Context: an optimization exercise on an open-source flow, tuned for small area, a short achievable clock period and few clock cycles per item. The choices shown serve that exercise and are no tape-out recipe. The RTL was checked by simulation tests, not by an equivalence proof against the original design. Power and IR drop assume default switching activity.

== oak ==
Design zw_ixu, start of the top module:
module zw_ixu (
    input  wire        clk,
    input  wire        rst,
    input  wire        in_valid,
    output wire        in_ready,
    input  wire [4:0]  in_op,
    input  wire [31:0] in_a,
    input  wire [31:0] in_b,
    output reg         out_valid,
    output reg  [31:0] out_result,
    output reg  [1:0]  out_flags
);
==> flow/config.mk <==
export PLATFORM = sky130hd
export DESIGN_NAME = zw_ixu
export DESIGN_NICKNAME = zw_ixu
export VERILOG_FILES = /design/flow/design.v
export SDC_FILE = /design/flow/constraint.sdc
export NUM_CORES = 4
export LEC_CHECK = 0
export ABC_AREA = 1
export CAP_MARGIN = 30
export CORE_MARGIN = 2
export CORE_UTILIZATION = 45
export PLACE_DENSITY = 0.6
export SLEW_MARGIN = 70
==> flow/constraint.sdc <==
create_clock -name core_clock -period 14.0 [get_ports {clk}]
set_input_delay 2.8000 -clock core_clock [delete_from_list [all_inputs] [get_ports {clk}]]
set_output_delay 2.8000 -clock core_clock [all_outputs]
set_load 0.01 [all_outputs]
run.sh (not shown) runs the stock make flow with config.mk's settings and CLKGATE_MAP_FILE= SYNTH_SCRIPT=/design/flow/synth_recipe.tcl, a recipe that flattens the netlist after the stock synthesis.
Testbench counts of oak, summed over its fixed seeds: cycles 30,378, items 12,000.
The inputs of pine differ from those of oak as listed below.
--- a/flow/design.v
+++ b/flow/design.v
@@ -80,14 +80,15 @@
     reg [33:0] p_q;          
     reg [31:0] d_q;          
     reg [1:0]  cy_q;         
     reg [11:0] bc_q;         
     reg [4:0]  sh_q;         
     reg [5:0]  la_q, lb_q;   
     reg        f_pneg;       
+    reg        f_q31ovf;     
     reg [4:0]  cnt;          
     reg        qneg_q;       
     reg        azero_q, bzero_q, asign_q;
     reg        m_valid;
     reg [31:0] m_sum;        
     reg [31:0] m_oth;        
     reg        m_use_sum;
@@ -183,18 +184,16 @@
     wire [31:0] mhc = {(p_q[30:0] & b3_q[30:0]) | (p_q[30:0] & mk[30:0]) | (b3_q[30:0] & mk[30:0]), 1'b0};
     wire [35:0] mh_w = sadd({4'd0, mhs}, {4'd0, mhc}, cy_q[0]);
     wire [31:0] mh  = mh_w[31:0];
     wire [31:0] mhp = mhs ^ mhc;
     wire [31:0] mhz = {1'b0, (mhs[30:0] | mhc[30:0]) ~^ mhp[31:1]};    
     wire [31:0] mho = {1'b0, (mhs[30:0] & mhc[30:0]) ^ mhp[31:1]};     
     wire [35:0] mc15_w = sadd({21'd0, mhs[14:0]}, {21'd0, mhc[14:0]}, cy_q[0]);
-    wire [35:0] mc30_w = sadd({6'd0, mhs[29:0]}, {6'd0, mhc[29:0]}, cy_q[0]);
     wire        mc15 = mc15_w[15];
-    wire        mc30 = mc30_w[30];
-    wire        q31_fit = ((mc30 == mhp[30]) & mhz[30]) | ((mc30 != mhp[30]) & mho[30]);
+    wire        q31_fit = !f_q31ovf;
     wire        q16_fit = ((mc15 == mhp[15]) & (&mhz[30:15])) | ((mc15 != mhp[15]) & (&mho[30:15]));
     reg  [31:0] mul_res;
     reg         mul_sat;
     always @(*) begin
         mul_sat = 1'b0;
         case (f_op)
             OP_MUL:  mul_res = d_q;
@@ -329,14 +328,15 @@
             out_result <= f_sat ? (f_neg ? MAXNEG : MAXPOS) : m_use_sum ? m_sum : m_oth;
             out_flags  <= {1'b0, f_sat};
         end
         if (m0 || d1) begin
             f_mul  <= m0;
             f_op   <= op_q;
             f_pneg <= a_q[31] ^ b_q[31];
+            f_q31ovf <= (a_q == 32'h8000_0000) && (b_q == 32'h8000_0000);
         end
         if (d1) begin
             la_q    <= lz_a;
             lb_q    <= lz_b;
             qneg_q  <= c_dnega ^ c_dnegb;
             azero_q <= (a == 32'd0);
             bzero_q <= (b == 32'd0);
Findings:
Measured against each other, pine and oak differ in critical path depth, the lower figure coming from pine.
In pine, met2 wirelength from detailed routing is higher than in oak.
Number of detailed-routing iterations run before antenna repair, pine and oak: lower on oak
In terms of sum of internal, switching and leakage power, pine and oak differ only marginally.
On number of fill cells in the layout: between pine and oak, it ends up lower for oak.
On first-iteration DRC count, pine does worse than oak.
As far as number of storage elements in the synthesis netlist is concerned, oak and pine perform about the same.
NOTE non-clock buffer count oak->pine increased by a few percent
oak and pine ended up with roughly the same total core area.
Testbench counts of pine, summed over its fixed seeds: cycles 30,378, items 12,000.

re-timing with driven ports:
Ports are ideal in the flow. The routed layouts listed here were re-timed in OpenROAD. Step 1 sets driving cells, clkbuf_16 on the clock port and buf_2 on the other inputs (assumed; they add their load-dependent delay and slew). Step 2 adds t to the input delays and takes it off the output delays; t is the mean of the earliest and latest rising clock arrival at the registers after step 1. Input paths then give back, and output paths get back, about the clock's delay inside the block. Three values: ideal, step 1, step 2; two values: the first two.
| run | t (ns) | setup slack, ns | slew at the worst register clock pin (ns) | worst data-port slew with drivers (ns) | cell pins on the clock port's net |
|---|---|---|---|---|---|
| oak | 0.733 | 8.805 / 8.805 / 8.805 | 0.07 / 0.07 | 0.05 | 1 |
| pine | 0.732 | 8.537 / 8.537 / 8.537 | 0.07 / 0.07 | 0.10 | 1 |
After both steps every run listed still meets setup and hold.
